This design comes from an exercise in tuning for small area, a short achievable clock period and few clock cycles per item on the open sky130 flow, not from production work. Only simulation tests tie the RTL to the original design; equivalence was not proved.

==> flow/design.v, too long to show whole: its modules and the start of the top module <==
// module fe_channel: 23083 lines
module fe_channel (
    input  wire        clk,
    input  wire        rst,           
    input  wire        restart,
    input  wire        cfg_dc_en,
    input  wire [4:0]  cfg_k,         
    input  wire [1:0]  cfg_mode,      
    input  wire [5:0]  cfg_len,       
    input  wire [4:0]  cfg_sh_in,
    input  wire [4:0]  cfg_sh_dc,
    input  wire [4:0]  cfg_sh_fir,
    input  wire        coef_we,
    input  wire [3:0]  coef_addr,
    input  wire [17:0] coef_data,
    input  wire        in_valid,
    output wire        in_ready,
    input  wire [31:0] in_word,       
    input  wire        in_freeze,     
    output reg         out_valid,
    output reg  [31:0] out_word
);
  // ...
==> flow/flow/run.sh <==
#!/bin/bash
# Own layout flow: the standard.sh (ORFS, synthesis to finish) with
#  - the timing repair (floorplan, CTS, global route) asked to leave 11.5 ns of
#    setup slack at the 17 ns constraint, i.e. to work on every path longer
#    than 5.5 ns, and allowed to resize cells across footprints;
#  - ports buffered with buf_4 cells;
#  - global routing with less met1/met2 capacity (flow/fastroute.tcl);
#  - after the standard synthesis, flow/invopt.py moves inverters around the
#    full adders (a full adder is self-dual), checked by simulation.
# The constraint (constraint.sdc) and the registers are not changed.
set -euo pipefail
cd "$(dirname "$0")/.."
LIB=/OpenROAD-flow-scripts/flow/platforms/sky130hd/lib/sky130_fd_sc_hd__tt_025C_1v80.lib
sed -e 's/SETUP_SLACK_MARGIN=[-0-9.]*/SETUP_SLACK_MARGIN=11.5/' \
    -e 's|"\${@:-finish}"|MATCH_CELL_FOOTPRINT=0 FASTROUTE_TCL=$PWD/flow/fastroute.tcl "BUFFER_PORTS_ARGS=-buffer_cell sky130_fd_sc_hd__buf_4" "${@:-finish}"|' \
    standard.sh > flow_standard.sh
bash flow_standard.sh synth > synth.log 2>&1
R=orfs/results/sky130hd/fe_channel/base
cp $R/1_2_yosys.v $R/1_2_yosys_standard.v
python3 flow/invopt.py $R/1_2_yosys.v $LIB > invopt.log 2>&1 || echo "invopt failed: netlist left as synthesized" >> invopt.log
rm -f $R/1_synth.odb $R/1_synth.sdc
bash flow_standard.sh > layout.log 2>&1
==> flow/flow/fastroute.tcl <==
# Global routing for the own flow: the platform's settings, with less of met1
# and met2 offered to the global router (the detailed router needs them for
# pin access between the dense adder cells).
set_global_routing_layer_adjustment $::env(MIN_ROUTING_LAYER)-$::env(MAX_ROUTING_LAYER) 0.2
set_global_routing_layer_adjustment met1 0.4
set_global_routing_layer_adjustment met2 0.3

set_routing_layers -clock $::env(MIN_CLK_ROUTING_LAYER)-$::env(MAX_ROUTING_LAYER)
set_routing_layers -signal $::env(MIN_ROUTING_LAYER)-$::env(MAX_ROUTING_LAYER)
==> flow/flow/invopt.py <==
#!/usr/bin/env python3
"""Move inverters around the full adders of a synthesized netlist.

A full adder is self-dual: FA(~a, ~b, ~c) = (~sum, ~cout).  Synthesis leaves
many inverters between sky130 fa cells.  This pass chooses, for every fa cell,
whether it works on the true or the complemented values of its nets so that
as few inverters as possible are needed, removes the netlist's plain
inverters (inv_*) and inserts one inverter per net that still needs one.
Registers and ports are untouched.

The combinational function of every register input and output port is
checked against the original netlist by bit-parallel random simulation
(registers and inputs as free variables) before the new netlist is written.

usage: invopt.py NETLIST.v LIBERTY.lib   (rewrites NETLIST.v in place)
"""
import random
import re
import sys

path, libpath = sys.argv[1], sys.argv[2]
text = open(path).read()

# ------------------------------------------------------------ liberty
lib = open(libpath).read()
cellfun = {}    # cell -> {outpin: python expr over input pins}
cellin = {}     # cell -> [input pins]
for m in re.finditer(r'\n\s*cell\s*\(\s*"?(sky130_fd_sc_hd__\w+)"?\s*\)', lib):
    start = m.end()
    nxt = lib.find("\n    cell (", start)
    body = lib[start: nxt if nxt > 0 else len(lib)]
    name = m.group(1)
    ins, outs = [], {}
    for pm in re.finditer(r'\n\s*pin\s*\(\s*"?(\w+)"?\s*\)\s*\{', body):
        pstart = pm.end()
        # pin body up to the next pin( or end
        pn = re.search(r'\n\s*pin\s*\(', body[pstart:])
        pbody = body[pstart: pstart + pn.start() if pn else len(body)]
        d = re.search(r'direction\s*:\s*"?(\w+)"?', pbody)
        if not d:
            continue
        if d.group(1) == "input":
            ins.append(pm.group(1))
        elif d.group(1) == "output":
            f = re.search(r'function\s*:\s*"([^"]*)"', pbody)
            if f:
                outs[pm.group(1)] = f.group(1)
    cellin[name] = ins
    cellfun[name] = outs


_cc = {}
def compiled(f):
    if f not in _cc:
        e = pyexpr(f)
        if e.strip() in ("1", "(1)"):
            e = "MASK"
        _cc[f] = compile(e, "f", "eval")
    return _cc[f]


def pyexpr(f):
    f = f.replace("!", "~").replace("*", "&").replace("+", "|")
    if re.search(r"[A-Za-z0-9_)]\s+[A-Za-z0-9_(~]", f):
        raise SystemExit("unsupported function " + f)
    return f

# ------------------------------------------------------------ netlist
mod = re.search(r"module\s+(\w+)\s*\((.*?)\);", text, re.S)
ports_out = set()
ports_in = set()
for m in re.finditer(r"^\s*(input|output)\s+(\[(\d+):(\d+)\]\s*)?(\S+)\s*;", text, re.M):
    nm = m.group(5)
    bits = [nm] if not m.group(2) else ["%s[%d]" % (nm, i) for i in
                                       range(min(int(m.group(3)), int(m.group(4))),
                                             max(int(m.group(3)), int(m.group(4))) + 1)]
    (ports_out if m.group(1) == "output" else ports_in).update(bits)

inst_re = re.compile(r"^(\s*)(sky130_fd_sc_hd__\w+)\s+(\S+)\s*\((.*?)\);\n", re.S | re.M)
pin_re = re.compile(r"\.(\w+)\(((?:\\\S+\s)|[^()]*?)\)")


def normnet(s):
    s = s.strip()
    return s


insts = []
for m in inst_re.finditer(text):
    typ, name, body = m.group(2), m.group(3), m.group(4)
    pins = {p: normnet(n) for p, n in pin_re.findall(body)}
    insts.append({"typ": typ, "name": name, "pins": pins, "span": (m.start(), m.end()),
                  "indent": m.group(1)})

driver = {}
for i, c in enumerate(insts):
    for p, n in c["pins"].items():
        if p in cellfun.get(c["typ"], {}):
            driver[n] = (i, p)

def is_inv(c):
    return re.match(r"sky130_fd_sc_hd__inv_\d+$", c["typ"]) is not None

def is_fa(c):
    return re.match(r"sky130_fd_sc_hd__fa_\d+$", c["typ"]) is not None

# managed inverters: output net is not a port
managed = set()
for i, c in enumerate(insts):
    if is_inv(c) and c["pins"]["Y"] not in ports_out:
        managed.add(i)

# resolve a net to (source net, parity)
memo = {}
def resolve(n):
    if n in memo:
        return memo[n]
    seen = 0
    src, par = n, 0
    while src in driver and driver[src][0] in managed:
        src = insts[driver[src][0]]["pins"]["A"]
        par ^= 1
        seen += 1
        if seen > 1000:
            raise SystemExit("inverter loop")
    memo[n] = (src, par)
    return memo[n]

fas = [i for i, c in enumerate(insts) if is_fa(c)]
fa_index = {i: k for k, i in enumerate(fas)}
fa_out = {}     # net -> fa instance index (for SUM/COUT nets)
for i in fas:
    for p in ("SUM", "COUT"):
        fa_out[insts[i]["pins"][p]] = i

# load list: (inst, pin, src, par)
loads = []
for i, c in enumerate(insts):
    if i in managed:
        continue
    for p, n in c["pins"].items():
        if p in cellin.get(c["typ"], []):
            s, par = resolve(n)
            loads.append((i, p, s, par))
# output ports driven through managed inverters? (excluded by construction)

flip = {i: 0 for i in fas}
by_src = {}
for li, (i, p, s, par) in enumerate(loads):
    by_src.setdefault(s, []).append(li)
fa_in_loads = {i: [] for i in fas}
for li, (i, p, s, par) in enumerate(loads):
    if i in flip:
        fa_in_loads[i].append(li)

def need(li):
    i, p, s, par = loads[li]
    r = par
    if i in flip:
        r ^= flip[i]
    if s in fa_out:
        r ^= flip[fa_out[s]]
    return r

cnt = {s: sum(need(li) for li in lis) for s, lis in by_src.items()}
before = sum(1 for s in cnt if cnt[s] > 0)
orig_inv = len(managed)

def flip_delta(i):
    ch = {}
    for li in fa_in_loads[i]:
        s = loads[li][2]
        ch[s] = ch.get(s, 0) + (-1 if need(li) else 1)
    d = 0
    outs = (insts[i]["pins"]["SUM"], insts[i]["pins"]["COUT"])
    for s, dv in ch.items():
        if s in outs:
            continue
        c0 = cnt[s]
        d += (1 if c0 + dv > 0 else 0) - (1 if c0 > 0 else 0)
    for o in outs:
        lis = by_src.get(o, [])
        c0 = cnt.get(o, 0)
        # inputs of this same fa fed by its own outputs cannot happen (no loops)
        c1 = len(lis) - c0
        d += (1 if c1 > 0 else 0) - (1 if c0 > 0 else 0)
    return d, ch, outs

def do_flip(i, ch, outs):
    for s, dv in ch.items():
        cnt[s] += dv
    for o in outs:
        cnt[o] = len(by_src.get(o, [])) - cnt.get(o, 0)
    flip[i] ^= 1

random.seed(1)
order = list(fas)
for it in range(20):
    improved = 0
    random.shuffle(order)
    for i in order:
        d, ch, outs = flip_delta(i)
        if d < 0:
            do_flip(i, ch, outs)
            improved += 1
    if not improved:
        break
after = sum(1 for s in cnt if cnt[s] > 0)
print("fa cells %d, inverters before %d (managed), needed before %d, after %d, flipped %d" %
      (len(fas), orig_inv, before, after, sum(flip.values())))

# ------------------------------------------------------------ new connections
invnet = {}
newinv = []
k = 0
for s in sorted(cnt):
    if cnt[s] > 0:
        k += 1
        invnet[s] = "invopt_n%d" % k
        newinv.append(("invopt_i%d" % k, s, invnet[s]))
newpins = {}
for li, (i, p, s, par) in enumerate(loads):
    newpins[(i, p)] = invnet[s] if need(li) else s

# ------------------------------------------------------------ check by simulation
W = 64
def simulate(use_new):
    rng = random.Random(7)
    val = {}
    for n in ports_in:
        val[n] = rng.getrandbits(W)
    # free variables: outputs of sequential cells and tie cells
    order_cells = []
    for i, c in enumerate(insts):
        if use_new and i in managed:
            continue
        order_cells.append(i)
    comb = []
    for i in order_cells:
        c = insts[i]
        outs = cellfun.get(c["typ"], {})
        if not outs or any(p not in c["pins"] for p in outs) or c["typ"].startswith(
                ("sky130_fd_sc_hd__df", "sky130_fd_sc_hd__edf", "sky130_fd_sc_hd__sdf")):
            for p, n in c["pins"].items():
                if p not in cellin.get(c["typ"], []):
                    val[n] = random.Random(hash(n) & 0xffffffff).getrandbits(W)
            continue
        comb.append(i)
    # fixed seeds for free variables so both runs agree
    for n in list(val):
        val[n] = random.Random(n).getrandbits(W)
    extra = [] if not use_new else newinv
    # topological evaluation
    pending = list(comb)
    funcs = {}
    mask = (1 << W) - 1
    def inpin(i, p):
        if use_new and (i, p) in newpins:
            return newpins[(i, p)]
        return insts[i]["pins"][p]
    changed = True
    done = set()
    while pending:
        nxt = []
        prog = False
        for ex in extra:
            if ex[2] not in val and ex[1] in val:
                val[ex[2]] = (~val[ex[1]]) & mask
                prog = True
        for i in pending:
            c = insts[i]
            ins = cellin[c["typ"]]
            nets = [inpin(i, p) for p in ins if p in c["pins"]]
            if all(n in val or n.startswith("1'") for n in nets):
                env = {"MASK": mask}
                for p in ins:
                    if p in c["pins"]:
                        n = inpin(i, p)
                        env[p] = val[n] if n in val else (mask if n == "1'b1" else 0)
                for p, f in cellfun[c["typ"]].items():
                    if p in c["pins"]:
                        o = c["pins"][p]
                        v = eval(compiled(f), {}, env) & mask
                        val[o] = v
                prog = True
            else:
                nxt.append(i)
        if not prog:
            raise SystemExit("cannot order netlist (%d cells left)" % len(nxt))
        pending = nxt
    for ex in extra:
        if ex[2] not in val:
            val[ex[2]] = (~val[ex[1]]) & mask
    # observe: every input pin of sequential cells and output ports
    obs = {}
    for i, c in enumerate(insts):
        if use_new and i in managed:
            continue
        if i not in comb:
            for p in cellin.get(c["typ"], []):
                if p in c["pins"]:
                    n = inpin(i, p)
                    obs[(c["name"], p)] = val.get(n, 0 if n == "1'b0" else mask if n == "1'b1" else None)
    for n in ports_out:
        obs[n] = val.get(n)
    return obs

o1 = simulate(False)
o2 = simulate(True)
bad = [k for k in o1 if o1[k] != o2.get(k)]
print("observed points %d, mismatches %d" % (len(o1), len(bad)))
if bad or len(o1) != len(o2):
    print(bad[:20])
    raise SystemExit("check failed; netlist left unchanged")

# ------------------------------------------------------------ write
out = []
pos = 0
for i, c in enumerate(insts):
    a, b = c["span"]
    out.append(text[pos:a])
    pos = b
    if i in managed:
        continue
    pins = []
    for p, n in c["pins"].items():
        nn = newpins.get((i, p), n)
        pins.append("    .%s(%s)" % (p, nn if not nn.startswith("\\") else nn + " "))
    out.append("%s%s %s (\n%s\n  );\n" % (c["indent"], c["typ"], c["name"], ",\n".join(pins)))
rest = text[pos:]
ins_txt = "".join("  sky130_fd_sc_hd__inv_1 %s (\n    .A(%s),\n    .Y(%s)\n  );\n" %
                  (nm, s if not s.startswith("\\") else s + " ", y) for nm, s, y in newinv)
rest = rest.replace("endmodule", ins_txt + "endmodule", 1)
out.append(rest)
res = "".join(out)
decl = "".join("  wire %s;\n" % y for _, _, y in newinv)
res = re.sub(r"(\n\s*wire [^\n]*;\n)", lambda m: m.group(1) + decl, res, count=1)
open(path, "w").write(res)
print("written %s: removed %d inverters, added %d" % (path, len(managed), len(newinv)))
==> flow/standard.sh <==
#!/bin/bash
# synth_recipe.tcl (not shown) runs the flow's synth.tcl, then flattens the netlist and writes it again
# the make line also repeats each setting of config.mk as NAME=value (left out here)
make -C /OpenROAD-flow-scripts/flow DESIGN_CONFIG=/design/flow/config.mk WORK_HOME=/design/flow/orfs CLKGATE_MAP_FILE= SYNTH_SCRIPT=/design/flow/synth_recipe.tcl "${@:-finish}"
==> flow/config.mk <==
export PLATFORM = sky130hd
export DESIGN_NAME = fe_channel
export DESIGN_NICKNAME = fe_channel
export VERILOG_FILES = /design/flow/design.v
export SDC_FILE = /design/flow/constraint.sdc
export NUM_CORES = 4
export LEC_CHECK = 0
export ABC_AREA = 1
export CAP_MARGIN = 20
export CORE_MARGIN = 2
export CORE_UTILIZATION = 42
export PLACE_DENSITY = 0.5
export SETUP_SLACK_MARGIN = 0.5
export SLEW_MARGIN = 20
==> flow/constraint.sdc <==
create_clock -name core_clock -period 17.0 [get_ports {clk}]
set_input_delay 3.4000 -clock core_clock [delete_from_list [all_inputs] [get_ports {clk}]]
set_output_delay 3.4000 -clock core_clock [all_outputs]
set_load 0.01 [all_outputs]
==> impl_metrics.yaml, run 1 <==
floorplanning:
  core-area_mm2: 0.654
outcome:
  violations: "max-capacitance violations"
  outcome: "failed layout checks"
layout:
  multi_input_area_share_pct: 57.6
  stdcell_count: 36600
  n_all_buffers: 782
  seq_share_pct: 26.8
  largestClassByArea: "multi-input combinational cells"
  finish.utilization_pct: 46.6
  reg.largest.list: "acc (48), m (48)"
  design.seq.count: 3451
  fin_area_mm2: 0.305
critical_path:
  cp_slowest_cell: "fa_1"
  critical_path.most_common_cell: "fa_1"
logic_synthesis:
  syn_inst: 27200
clock_tree:
  clkTransAtPathRegs_ps: 60
  clk_latency_ps: 1200
  clockBufferDepth: 4
  ctsResizeCount: 80
  htree_num_levels: 5
min_path:
  worstHoldPathType: "reg2reg"
  hold_start: "fp2[1]$_DFF_P_"
flow_run:
  maxCapViolations: 1
route:
  vias: 232000
  wl_met1_um: 570000
global_routing:
  use_met2_pct: 72.8
timing:
  setup_viol: 0
  finalCriticalPeriod_ps: 5790
place:
  gp_congestion: 1.17
  dp_slack_ps: 10460
  io_buffers: 114
Testbench counts, summed over its fixed seeds: cycles 4,944, items 4,800.
==> run 2: changes to the inputs <==
--- a/flow/flow/invopt.py
+++ b/flow/flow/invopt.py
@@ -16,2 +16,3 @@
 """
+import os
 import random
@@ -207,2 +208,25 @@
         break
+# simulated annealing on top of the greedy result
+import math
+cur = sum(1 for s in cnt if cnt[s] > 0)
+best = cur
+best_flip = dict(flip)
+T = 1.5
+rng = random.Random(3)
+steps = int(os.environ.get("INVOPT_STEPS", "400000"))
+for step in range(steps):
+    i = fas[rng.randrange(len(fas))]
+    d, ch, outs = flip_delta(i)
+    if d <= 0 or rng.random() < math.exp(-d / T):
+        do_flip(i, ch, outs)
+        cur += d
+        if cur < best:
+            best = cur
+            best_flip = dict(flip)
+    T = max(0.05, 1.5 * (1 - step / steps))
+# restore the best assignment
+for i in fas:
+    if flip[i] != best_flip[i]:
+        d, ch, outs = flip_delta(i)
+        do_flip(i, ch, outs)
 after = sum(1 for s in cnt if cnt[s] > 0)
--- a/flow/config.mk
+++ b/flow/config.mk
@@ -9,5 +9,6 @@
 export CAP_MARGIN = 20
+export CELL_PAD_IN_SITES_DETAIL_PLACEMENT = 1
 export CORE_MARGIN = 2
-export CORE_UTILIZATION = 42
-export PLACE_DENSITY = 0.5
+export CORE_UTILIZATION = 30
+export PLACE_DENSITY = 0.4
 export SETUP_SLACK_MARGIN = 0.5
==> run 2 against run 1 <==
Against the previous run: the layout fails its checks (max-capacitance violations, max-slew violations); utilization down 13 points; synthesized cell count decreased by 0.62%; critical path type unchanged; highest routed layer unchanged.
==> impl_metrics.yaml, run 2 <==
global_routing:
  grt_max_degree: 139
  antenna_found_initial: 342
  gr-total-overflow: 0
  grt_pass1_vias: 237000
  grt_usage_pct: 47.1
  grt_pass1_wl_um: 2490000
logic_synthesis:
  avgSynthCellArea_um2: 10.2
  yosys_warnings: 2
  syn_inst: 27100
  netlist_area_mm2: 0.275
layout:
  final_common_cell: "xor2_1"
  syn_to_final_growth_pct: 13.1
  final_net_count: 31300
  finish.utilization_pct: 34.0
  final_cell_mix: "xor2_1 (4012), o22ai_1 (3852), fa_1 (3799), inv_1 (2929), dfxtp_1 (2187)"
  drive_gt1_share_pct: 7.68
  stdcell_count: 40200
  reg.largest.list: "acc (48), m (48)"
route:
  postRouteAntennaNets: 0
  drt_wl_total_um: 1950000
  viasPerCell: 5.62
  vias: 226000
  wl_per_cell_um: 48.4
  drc_errors: 0
  drt-initial-drc-count: 18300
  dr.pass1.iters: 6
floorplanning:
  start_util_pct: 30.1
  die_area_mm2: 0.925
  dieHeight_um: 962
  floorplan.rows: 351
  core-area_mm2: 0.914
  ioPinCount: 123
  die_w_um: 962
critical_path:
  crit_chain: "clkinvlp_4 -> buf_12 -> clkbuf_16 -> o22ai_1 -> nor2_2 -> inv_1 -> a211oi_1 -> o2111ai_1 -> fa_1 -> ha_1 -> a21oi_1 -> inv_1 -> a21oi_1 -> nor3_1 -> nor2_1 -> o21ai_0 -> a211oi_1 -> nand3_2 -> or2_2 -> nand3_1 -> o21ai_0"
  worst-path-buf-inv: 5
  cp_slowest_cell: "fa_1"
  r2r_slack_ps: 11500
  end_kind: "flip-flop"
  critPathKind: "reg2reg"
  cp.arrival_ps: 6340
  critical_path_required_ps: 17850
  max_stage_delay_ps: 540
  cp_top_family: "compound AO/OA/AOI/OAI gates"
  start_kind: "flip-flop"
  critPathMaxFanout: 34
clock_tree:
  clk_latency_ps: 1160
  cts_buffers: 472
  root_buffer: "clkbuf_16"
  htree_num_levels: 5
  clockBufferDepth: 5
  clock_sinks: 3451
  clkTransAtPathRegs_ps: 60
  cts_tree: "yes"
timing:
  worst_slew_pin_slew_ps: 1810
  finalCriticalPeriod_ps: 5500
  setup_ws_ps: 11500
  hold_violations: 0
  min_period_over_period_pct: 32.3
  fmax_mhz: 182
  tns_ps: 0
  relSlewSlack_pct: -20.6
  whs_ps: 319
  fin_worst_skew_ps: 109
  setup_viol: 0
  rsz0062_at_grt: "true"
  slew_violations: 145
outcome:
  outcome: "failed layout checks"
  violations: "max-capacitance violations, max-slew violations"
flow_run:
  maxCapViolations: 5
place:
  dp_slack_ps: 10050
  gp_congestion: 1.08
  io_buffers: 114
  dp_hpwl_um: 1620000
  dp.cells: 38500
min_path:
  worstHoldPathType: "reg2reg"
==> run 2: final timing paths <==
| kind | from | end | depth (start not counted) |
|---|---|---|---|
| setup / recovery | dc_sb[0]$_DFF_P_ | m[42]$_DFFE_PP_ | 21 |
| hold / removal | f1[0]$_DFF_P_ | f2[0]$_DFF_P_ | 0 |
| setup reg to reg | dc_sb[0]$_DFF_P_ | m[42]$_DFFE_PP_ | 21 |
| hold reg to reg | f1[0]$_DFF_P_ | f2[0]$_DFF_P_ | 0 |
==> run 2: what timing repair did <==
item	4_1_cts	5_1_grt
pin swaps	5	16
cloned	1	2
hold buffers	0	0
endpoints found under the setup margin	53	62
buffers inserted	5	32
gates resized for setup	115	118
==> run 2: per-layer routing <==
layer / wire (um) / part of all wire [%] / global-route usage (%)
met1: 719000 / 37 / 60.3
met2: 747000 / 38 / 63.2
met3: 279000 / 14 / 26.8
met4: 198000 / 10 / 35.0
met5: 3850 / 0.20 / 3.08
==> run 2: stage by stage <==
step           cell area (um^2)
2_1_floorplan            275000
5_1_grt                  310000
3_3_place_gp             291000
3_5_place_dp             291000
4_1_cts                  308000
6_report                 311000
==> run 2: layout make-up <==
class	instances	area, um^2
Multi-Input combinational cell	18600	176000
Antenna cell	797	1990
Timing Repair Buffer	956	7430
Inverter	3387	12800
Fill cell	102000	603000
Sequential cell	3451	81600
Clock buffer	642	13600
Tap cell	12200	15200
Clock inverter	218	2470

[separate check: timing with driven ports]
The results above use ideal ports. As a check the final layouts listed here were re-extracted and re-timed, cells and wires unchanged. Step 1 assumes that a clkbuf_16 drives the clock port and a buf_2 every other input. Step 2 also shifts input and output timing later by t, the mid clock arrival at the registers, as if the neighbouring blocks saw the same clock. Slacks: ideal ports / drivers / drivers and shift; pairs: ideal ports / drivers.
run	t (ns)	slack for setup (ns)	worst register clock-pin slew, ns	worst data-port slew with drivers (ns)
run 1	1.282	11.207 / 11.207 / 11.207	0.08 / 0.08	0.17
run 2	1.268	11.505 / 11.505 / 11.505	0.08 / 0.08	0.19
